Context: an optimization exercise on an open-source flow, tuned for small area, a short achievable clock period and few clock cycles per item. The choices shown serve that exercise and are no tape-out recipe.
Only simulation tests tie the RTL to the original design; equivalence was not proved.

==> 04-22 <==
==> flow/design.v <==
module lat_cell (
    input  wire               clk,
    input  wire               rst,
    input  wire               start,
    output wire               ready,
    output reg                done,
    input  wire               cfg_invert,
    input  wire               cfg_dsrc,
    input  wire               cfg_aw,
    input  wire        [15:0] in_offset,
    input  wire signed [31:0] in_gain,
    input  wire signed [31:0] kp,
    input  wire signed [31:0] ki,
    input  wire signed [31:0] kd,
    input  wire        [15:0] alpha,
    input  wire signed [31:0] kt,
    input  wire signed [31:0] umin,
    input  wire signed [31:0] umax,
    input  wire signed [31:0] bias,
    input  wire signed [31:0] i_init,
    input  wire               hold,
    input  wire        [15:0] value,
    input  wire signed [31:0] tau,
    input  wire        [30:0] rate,
    input  wire               casc,
    input  wire signed [31:0] rho_src,
    input  wire               st_init,
    input  wire               st_done,
    input  wire signed [31:0] st_rho,
    input  wire signed [31:0] st_i,
    input  wire signed [31:0] st_dterm,
    input  wire signed [31:0] st_dprev,
    input  wire signed [31:0] st_u,
    output reg                o_init,
    output reg                o_done,
    output reg                o_ramping,
    output reg                o_event,
    output reg                o_satout,
    output reg          [4:0] o_sat,
    output reg  signed [31:0] o_rho,
    output reg  signed [31:0] o_i,
    output reg  signed [31:0] o_dterm,
    output reg  signed [31:0] o_dprev,
    output reg  signed [31:0] o_u
);
    localparam [31:0] QMAX = 32'h7FFF_FFFF;
    localparam [31:0] QMIN = 32'h8000_0000;
    function automatic [32:0] sat33(input [32:0] x);
        sat33 = (x[32] != x[31]) ? {1'b1, x[32] ? QMIN : QMAX} : {1'b0, x[31:0]};
    endfunction
    function automatic [32:0] add_sat(input [31:0] a, input [31:0] b);
        add_sat = sat33({a[31], a} + {b[31], b});
    endfunction
    function automatic [32:0] sub_sat(input [31:0] a, input [31:0] b);
        sub_sat = sat33({a[31], a} - {b[31], b});
    endfunction
    function automatic [31:0] clamp(input [31:0] x, input [31:0] lo, input [31:0] hi,
                                    input is_lo, input is_hi);
        clamp = is_lo ? lo : (is_hi ? hi : x);
    endfunction
    reg s0, s1, s2, s3, s4, s5, s6, s7, s8;
    assign ready = s0;
    reg c_casc, c_first, c_inv, c_dsrc, c_aw;
    reg r_neg;
    reg [2:0] f_r;
    reg  signed [31:0] opa, opb;
    reg         [63:0] mul_p;
    reg         [33:0] pp_sel, pp_row;
    reg                pp_one, pp_two, pp_neg;
    integer            j;
    wire        [32:0] bx = {opb, 1'b0};
    always @(*) begin
        mul_p = 64'h5555_5556_0040_0000;    
        for (j = 0; j < 16; j = j + 1) begin
            pp_one = bx[2*j] ^ bx[2*j+1];
            pp_two = (bx[2*j+2] & ~bx[2*j+1] & ~bx[2*j]) | (~bx[2*j+2] & bx[2*j+1] & bx[2*j]);
            pp_neg = bx[2*j+2];
            pp_sel = pp_one ? {{2{opa[31]}}, opa} : (pp_two ? {opa[31], opa, 1'b0} : 34'd0);
            pp_row = pp_neg ? ~pp_sel : pp_sel;
            pp_row[33] = ~pp_row[33];
            mul_p = mul_p + ({30'd0, pp_row} << (2*j)) + ({63'd0, pp_neg} << (2*j));
        end
    end
    wire               mul_ovf = ~(&mul_p[63:54]) & (|mul_p[63:54]);
    wire        [31:0] mul_q   = mul_ovf ? (mul_p[63] ? QMIN : QMAX) : mul_p[54:23];
    reg         [31:0] m_r;       
    reg                ms_r;      
    reg         [31:0] v_r;       
    wire        [16:0] val_d  = {1'b0, value} - {1'b0, in_offset};
    wire        [31:0] rho_n = (~c_casc & c_first) ? m_r : o_rho;
    wire        [31:0] e_x   = c_inv ? m_r : rho_n;
    wire        [31:0] e_z   = c_inv ? rho_n : m_r;
    wire        [32:0] ra = s0 ? {tau[31], tau} : s5 ? {v_r[31], v_r} : {r_neg, v_r};
    wire        [32:0] rb = s0 ? {st_rho[31], st_rho} : s5 ? {v_s[31], v_s[31:0]} : {2'b00, rate};
    wire               rsub = s0 | (s1 & ~r_neg);
    wire        [33:0] r_sum = {ra[32], ra} + ({rb[32], rb} ^ {34{rsub}}) + {33'd0, rsub};
    wire        [31:0] va = s5 ? o_dterm : o_i;
    wire        [32:0] v_sum = {va[31], va} + {m_r[31], m_r};
    wire        [32:0] v_s   = sat33(v_sum);
    wire        [32:0] e_sum = {e_x[31], e_x} - {e_z[31], e_z};
    wire        [32:0] e_s   = sat33(e_sum);
    wire        [33:0] t_a = {{2{v_r[31]}}, v_r};
    wire        [33:0] t_b = {{2{v_s[31]}}, v_s[31:0]};
    wire        [33:0] t_c = {{2{bias[31]}}, bias};
    wire        [33:0] t_s = t_a ^ t_b ^ t_c;
    wire        [33:0] t_k = {(t_a[32:0] & t_b[32:0]) | (t_a[32:0] & t_c[32:0]) | (t_b[32:0] & t_c[32:0]), 1'b0};
    wire        [33:0] da = ({34{s0}} & {{2{i_init[31]}}, i_init}) | ({34{s1}} & {{2{st_rho[31]}}, st_rho})
                          | ({34{s2}} & {e_s[31], e_s[31], e_s[31:0]}) | ({34{s3}} & {{2{o_dprev[31]}}, o_dprev})
                          | ({34{s5}} & t_s);
    wire        [33:0] db = ({34{s0}} & {{2{bias[31]}}, bias}) | ({34{s1}} & {3'd0, rate})
                          | ({34{s2}} & {{2{rho_n[31]}}, rho_n}) | ({34{s3}} & {{2{st_dprev[31]}}, st_dprev})
                          | ({34{s5}} & t_k);
    wire               dsub = (s1 & r_neg) | (s2 & ~c_inv) | s3;
    wire        [33:0] d_sum = da + (db ^ {34{dsub}}) + {33'd0, dsub};
    wire        [32:0] d_s   = sat33(d_sum[32:0]);
    wire        [31:0] b_dec = {1'b0, bias[30:0]} - 32'd1;           
    wire               v2_hi = ~r_sum[32] & r_sum[31];
    wire               v2_lo = r_sum[32] & ~r_sum[31];
    wire               t_ov  = (d_sum[33] != d_sum[32]) | (d_sum[32] != d_sum[31]);
    wire        [32:0] v3_s  = v2_hi ? (bias[31] ? {1'b0, b_dec} : {|bias[30:0], QMAX})
                             : v2_lo ? (bias[31] ? {1'b1, QMIN} : {1'b0, 1'b1, bias[30:0]})
                             : t_ov  ? {1'b1, d_sum[33] ? QMIN : QMAX}
                             :         {1'b0, d_sum[31:0]};
    wire               rp_hit = (rate == 31'd0) |
                                (r_neg ? ~r_sum[33] : (r_sum[33] | (r_sum == 34'd0)));
    wire        [31:0] rho_1  = c_casc ? rho_src
                              : c_first ? st_rho
                              : rp_hit ? tau : d_sum[31:0];
    wire               own_h  = ~c_casc & ~c_first;
    wire        [31:0] d_n   = c_dsrc ? d_s[31:0] : e_s[31:0];
    wire               d_sat = c_dsrc & d_s[32];
    wire        [32:0] dd_s  = c_first ? 33'd0 : d_s;
    wire        [31:0] cl_x  = s6 ? v_r : o_i;
    wire        [32:0] cl_dl = {umin[31], umin} - {cl_x[31], cl_x};
    wire        [32:0] cl_dh = {umax[31], umax} - {cl_x[31], cl_x};
    wire               cl_lo = ~cl_dl[32] & (|cl_dl);
    wire               cl_hi = cl_dh[32];
    wire        [31:0] cl_q  = clamp(cl_x, umin, umax, cl_lo, cl_hi);
    wire        [32:0] uv_s  = cl_hi ? sat33(cl_dh) : (cl_lo ? sat33(cl_dl) : 33'd0);
    wire        [32:0] ia_s  = v_s;
    wire               ia_lo = $signed(ia_s[31:0]) < $signed(umin);
    wire               ia_hi = $signed(ia_s[31:0]) > $signed(umax);
    wire        [31:0] ia_q  = clamp(ia_s[31:0], umin, umax, ia_lo, ia_hi);
    wire               stop  = (cl_hi & ~m_r[31] & (|m_r[30:0])) | (cl_lo & m_r[31]);
    wire         [4:0] sat_acc = o_sat + {4'd0, ms_r & ~s7} + {4'd0, f_r[0]} + {4'd0, f_r[1]} + {4'd0, f_r[2]};
    wire               at_tau = (o_rho == tau);
    always @(posedge clk) begin
        if (rst) begin
            s0 <= 1'b1;
            {s1, s2, s3, s4, s5, s6, s7, s8} <= 8'd0;
            done <= 1'b0;
        end else begin
            done <= 1'b0;
            {s1, s2, s3, s4, s5, s6, s7, s8} <= 8'd0;
            s0 <= 1'b0;
            if (s0) begin
                if (start) s1 <= 1'b1; else s0 <= 1'b1;
            end
            if (s1) begin
                if (hold) begin done <= 1'b1; s0 <= 1'b1; end
                else s2 <= 1'b1;
            end
            if (s2) s3 <= 1'b1;
            if (s3) s4 <= 1'b1;
            if (s4) s5 <= 1'b1;
            if (s5) s6 <= 1'b1;
            if (s6) begin
                if (c_aw) s7 <= 1'b1;
                else begin done <= 1'b1; s0 <= 1'b1; end
            end
            if (s7) s8 <= 1'b1;
            if (s8) begin done <= 1'b1; s0 <= 1'b1; end
        end
    end
    always @(posedge clk) begin
        ms_r <= mul_ovf;
        if (s0) begin
            opa     <= in_gain;
            opb     <= {{8{val_d[16]}}, val_d, 7'd0};
            c_casc  <= casc;
            c_first <= ~st_init;
            c_inv   <= cfg_invert;
            c_dsrc  <= cfg_dsrc;
            c_aw    <= cfg_aw;
            r_neg   <= r_sum[32];
            v_r     <= r_sum[31:0];
            o_i     <= d_s[31:0];
            o_sat   <= 5'd0;
            f_r     <= 3'd0;
        end
        if (s1) begin
            m_r   <= mul_q;
            opa   <= c_first ? 32'd0 : st_dterm;
            opb   <= {9'd0, alpha, 7'd0};
            o_rho <= rho_1;
            if (hold) begin
                o_init    <= ~c_first;
                o_i       <= st_i;
                o_dterm   <= st_dterm;
                o_dprev   <= st_dprev;
                o_u       <= c_first ? cl_q : st_u;
                o_satout  <= 1'b0;
                o_ramping <= own_h & ~rp_hit;
                o_event   <= own_h & rp_hit & ~st_done;
                o_done    <= st_done | (own_h & rp_hit);
            end
        end
        if (s2) begin
            o_rho   <= rho_n;
            o_dprev <= d_n;
            o_u     <= e_s[31:0];
            opa     <= kp;
            opb     <= e_s[31:0];
            o_dterm <= mul_q;
            f_r     <= {1'b0, e_s[32], d_sat};
        end
        if (s3) begin
            m_r   <= mul_q;
            opa   <= kd;
            opb   <= dd_s[31:0];
            o_i   <= c_first ? i_init : st_i;
            f_r   <= {2'b0, dd_s[32]};
        end
        if (s4) begin
            m_r   <= mul_q;
            v_r   <= v_s[31:0];
            opa   <= ki;
            opb   <= o_u;
            o_u   <= cl_q;
            f_r   <= {2'b0, v_s[32]};
        end
        if (s5) begin
            m_r     <= mul_q;
            o_dterm <= v_s[31:0];
            v_r     <= v3_s[31:0];
            f_r     <= {v_s[32], v2_hi | v2_lo, v3_s[32]};
        end
        if (s6) begin
            o_u      <= cl_q;
            o_satout <= cl_lo | cl_hi;
            opa      <= kt;
            opb      <= uv_s[31:0];
            if (c_aw) begin
                o_i   <= ia_s[31:0];
                f_r   <= {1'b0, uv_s[32], ia_s[32]};
            end else begin
                o_i   <= stop ? o_u : ia_q;
                o_sat <= sat_acc + {4'd0, ~stop & ia_s[32]};
            end
        end
        if (s7) begin
            m_r <= mul_q;
            f_r <= 3'd0;
        end
        if (s8) begin
            o_i   <= ia_q;
            o_sat <= sat_acc + {4'd0, ia_s[32]};
        end
        if (s2 | s3 | s4 | s5 | (s6 & c_aw) | s7)
            o_sat <= sat_acc;
        if (s6 | s8) begin
            o_init    <= 1'b1;
            o_ramping <= ~c_casc & ~at_tau;
            o_event   <= ~c_casc & at_tau & ~st_done;
            o_done    <= st_done | (~c_casc & at_tau);
        end
    end
endmodule
==> flow/flow/run.sh <==
#!/bin/bash
set -o pipefail
export SETUP_SLACK_MARGIN=16
bash standard.sh > standard.log 2>&1
==> flow/standard.sh <==
#!/bin/bash
# synth_recipe.tcl (not shown) runs the flow's synth.tcl, then flattens the netlist and writes it again
# the make line also repeats each setting of config.mk as NAME=value (left out here)
make -C /OpenROAD-flow-scripts/flow DESIGN_CONFIG=/design/flow/config.mk WORK_HOME=/design/flow/orfs CLKGATE_MAP_FILE= SYNTH_SCRIPT=/design/flow/synth_recipe.tcl "${@:-finish}"
==> flow/config.mk <==
export PLATFORM = sky130hd
export DESIGN_NAME = lat_cell
export DESIGN_NICKNAME = lat_cell
export VERILOG_FILES = /design/flow/design.v
export SDC_FILE = /design/flow/constraint.sdc
export NUM_CORES = 4
export LEC_CHECK = 0
export ABC_AREA = 1
export CAP_MARGIN = 20
export CORE_MARGIN = 2
export CORE_UTILIZATION = 55
export SLEW_MARGIN = 20
==> flow/constraint.sdc <==
create_clock -name core_clock -period 24.0 [get_ports {clk}]
set_input_delay 4.8000 -clock core_clock [delete_from_list [all_inputs] [get_ports {clk}]]
set_output_delay 4.8000 -clock core_clock [all_outputs]
set_load 0.01 [all_outputs]
==> 09-06 (differences from 04-22) <==
--- a/flow/design.v
+++ b/flow/design.v
@@ -89,2 +89,13 @@
     wire        [16:0] val_d  = {1'b0, value} - {1'b0, in_offset};
+    wire        [32:0] rp_dif = {tau[31], tau} - {st_rho[31], st_rho};
+    wire        [32:0] ib_s   = add_sat(i_init, bias);
+    wire        [33:0] rp_cmp = {r_neg, r_neg, v_r} + (r_neg ? {3'd0, rate} : ~{3'd0, rate})
+                              + {33'd0, ~r_neg};
+    wire               rp_hit = (rate == 31'd0) |
+                                (r_neg ? ~rp_cmp[33] : (rp_cmp[33] | (rp_cmp == 34'd0)));
+    wire        [31:0] rp_mv  = st_rho + (r_neg ? ~{1'b0, rate} : {1'b0, rate}) + {31'd0, r_neg};
+    wire        [31:0] rho_1  = c_casc ? rho_src
+                              : c_first ? st_rho
+                              : rp_hit ? tau : rp_mv;
+    wire               own_h  = ~c_casc & ~c_first;
     wire        [31:0] rho_n = (~c_casc & c_first) ? m_r : o_rho;
@@ -92,42 +103,13 @@
     wire        [31:0] e_z   = c_inv ? rho_n : m_r;
-    wire        [32:0] ra = s0 ? {tau[31], tau} : s5 ? {v_r[31], v_r} : {r_neg, v_r};
-    wire        [32:0] rb = s0 ? {st_rho[31], st_rho} : s5 ? {v_s[31], v_s[31:0]} : {2'b00, rate};
-    wire               rsub = s0 | (s1 & ~r_neg);
-    wire        [33:0] r_sum = {ra[32], ra} + ({rb[32], rb} ^ {34{rsub}}) + {33'd0, rsub};
-    wire        [31:0] va = s5 ? o_dterm : o_i;
-    wire        [32:0] v_sum = {va[31], va} + {m_r[31], m_r};
-    wire        [32:0] v_s   = sat33(v_sum);
-    wire        [32:0] e_sum = {e_x[31], e_x} - {e_z[31], e_z};
-    wire        [32:0] e_s   = sat33(e_sum);
-    wire        [33:0] t_a = {{2{v_r[31]}}, v_r};
-    wire        [33:0] t_b = {{2{v_s[31]}}, v_s[31:0]};
-    wire        [33:0] t_c = {{2{bias[31]}}, bias};
-    wire        [33:0] t_s = t_a ^ t_b ^ t_c;
-    wire        [33:0] t_k = {(t_a[32:0] & t_b[32:0]) | (t_a[32:0] & t_c[32:0]) | (t_b[32:0] & t_c[32:0]), 1'b0};
-    wire        [33:0] da = ({34{s0}} & {{2{i_init[31]}}, i_init}) | ({34{s1}} & {{2{st_rho[31]}}, st_rho})
-                          | ({34{s2}} & {e_s[31], e_s[31], e_s[31:0]}) | ({34{s3}} & {{2{o_dprev[31]}}, o_dprev})
-                          | ({34{s5}} & t_s);
-    wire        [33:0] db = ({34{s0}} & {{2{bias[31]}}, bias}) | ({34{s1}} & {3'd0, rate})
-                          | ({34{s2}} & {{2{rho_n[31]}}, rho_n}) | ({34{s3}} & {{2{st_dprev[31]}}, st_dprev})
-                          | ({34{s5}} & t_k);
-    wire               dsub = (s1 & r_neg) | (s2 & ~c_inv) | s3;
-    wire        [33:0] d_sum = da + (db ^ {34{dsub}}) + {33'd0, dsub};
-    wire        [32:0] d_s   = sat33(d_sum[32:0]);
-    wire        [31:0] b_dec = {1'b0, bias[30:0]} - 32'd1;           
-    wire               v2_hi = ~r_sum[32] & r_sum[31];
-    wire               v2_lo = r_sum[32] & ~r_sum[31];
-    wire               t_ov  = (d_sum[33] != d_sum[32]) | (d_sum[32] != d_sum[31]);
-    wire        [32:0] v3_s  = v2_hi ? (bias[31] ? {1'b0, b_dec} : {|bias[30:0], QMAX})
-                             : v2_lo ? (bias[31] ? {1'b1, QMIN} : {1'b0, 1'b1, bias[30:0]})
-                             : t_ov  ? {1'b1, d_sum[33] ? QMIN : QMAX}
-                             :         {1'b0, d_sum[31:0]};
-    wire               rp_hit = (rate == 31'd0) |
-                                (r_neg ? ~r_sum[33] : (r_sum[33] | (r_sum == 34'd0)));
-    wire        [31:0] rho_1  = c_casc ? rho_src
-                              : c_first ? st_rho
-                              : rp_hit ? tau : d_sum[31:0];
-    wire               own_h  = ~c_casc & ~c_first;
+    wire        [32:0] e_s   = sub_sat(e_x, e_z);
+    wire        [32:0] d_s   = sat33({e_s[31], e_s[31:0]}
+                                   + (c_inv ? {rho_n[31], rho_n} : ~{rho_n[31], rho_n})
+                                   + {32'd0, ~c_inv});
     wire        [31:0] d_n   = c_dsrc ? d_s[31:0] : e_s[31:0];
     wire               d_sat = c_dsrc & d_s[32];
-    wire        [32:0] dd_s  = c_first ? 33'd0 : d_s;
+    wire        [32:0] dd_s  = c_first ? 33'd0 : sub_sat(o_dprev, st_dprev);
+    wire        [32:0] v1_s  = add_sat(m_r, o_i);
+    wire        [32:0] dt_s  = add_sat(o_dterm, m_r);
+    wire        [32:0] v2_s  = add_sat(v_r, dt_s[31:0]);
+    wire        [32:0] v3_s  = add_sat(v2_s[31:0], bias);
     wire        [31:0] cl_x  = s6 ? v_r : o_i;
@@ -139,3 +121,3 @@
     wire        [32:0] uv_s  = cl_hi ? sat33(cl_dh) : (cl_lo ? sat33(cl_dl) : 33'd0);
-    wire        [32:0] ia_s  = v_s;
+    wire        [32:0] ia_s  = add_sat(o_i, m_r);
     wire               ia_lo = $signed(ia_s[31:0]) < $signed(umin);
@@ -184,5 +166,5 @@
             c_aw    <= cfg_aw;
-            r_neg   <= r_sum[32];
-            v_r     <= r_sum[31:0];
-            o_i     <= d_s[31:0];
+            r_neg   <= rp_dif[32];
+            v_r     <= rp_dif[31:0];
+            o_i     <= ib_s[31:0];
             o_sat   <= 5'd0;
@@ -225,3 +207,3 @@
             m_r   <= mul_q;
-            v_r   <= v_s[31:0];
+            v_r   <= v1_s[31:0];
             opa   <= ki;
@@ -229,3 +211,3 @@
             o_u   <= cl_q;
-            f_r   <= {2'b0, v_s[32]};
+            f_r   <= {2'b0, v1_s[32]};
         end
@@ -233,5 +215,5 @@
             m_r     <= mul_q;
-            o_dterm <= v_s[31:0];
+            o_dterm <= dt_s[31:0];
             v_r     <= v3_s[31:0];
-            f_r     <= {v_s[32], v2_hi | v2_lo, v3_s[32]};
+            f_r     <= {dt_s[32], v2_s[32], v3_s[32]};
         end
==> flow/run.sh (new file) <==
#!/bin/bash
# synth_recipe.tcl (not shown) runs the flow's synth.tcl, then flattens the netlist and writes it again
# the make line also repeats each setting of config.mk as NAME=value (left out here)
make -C /OpenROAD-flow-scripts/flow DESIGN_CONFIG=/design/flow/config.mk WORK_HOME=/design/flow/orfs CLKGATE_MAP_FILE= SYNTH_SCRIPT=/design/flow/synth_recipe.tcl finish
CORE_UTILIZATION = 40   (was 55)
removed: flow/flow/run.sh
removed: flow/standard.sh
==> flow_summary.toml <==
[outcome]
status = "stopped before the end"
stop_stage = "global routing"
error_line = "[ERROR GRT-0116] Global routing finished with congestion. Check the congestion regions in the DRC Viewer."

[placed_design]
dp_cells = 12397

[grt]
gr-total-overflow = 95
# the run above: 04-22

==> flow_summary.toml <==
[grt]
gr-total-overflow = 0
grt_use_met2_pct = 67.7

[final_layout]
final-nonclk-buf-share_pct = 10.5

[outcome]
status = "finished clean"

[logic_synthesis]
synthesis.area_um2 = 74500

[route]
via_per_inst = 6.15

[placed_design]
dp_cells = 13818
# the run above: 09-06

Testbench counts of 04-22, summed over its fixed seeds: cycles 24,228, items 3,200.
Testbench counts of 09-06, summed over its fixed seeds: cycles 24,228, items 3,200.

## separate check: timing with driven ports
The flow's constraints put no driver on any port. The routed layout listed below was extracted and timed again, unchanged, in two steps. Step 1 assumes that a clkbuf_16 drives the clock port and a buf_2 every other input. Step 2 also shifts input and output timing later by t, the mid clock arrival at the registers, as if the neighbouring blocks saw the same clock. Slacks: ideal / step 1 / step 2; pairs: ideal / step 1.
run: 09-06
t, ns: 0.747
setup slack, ns: 13.098 / 13.098 / 13.098
hold slack, ns: 0.519 / 0.519 / 0.519
worst register clock-pin slew, ns: 0.07 / 0.07
cell pins on the clock port's net: 1
After both steps 09-06 still meets setup and hold. For 09-06, drivers alone change the setup slack by 0.000 ns; drivers and shift together by 0.000 ns.
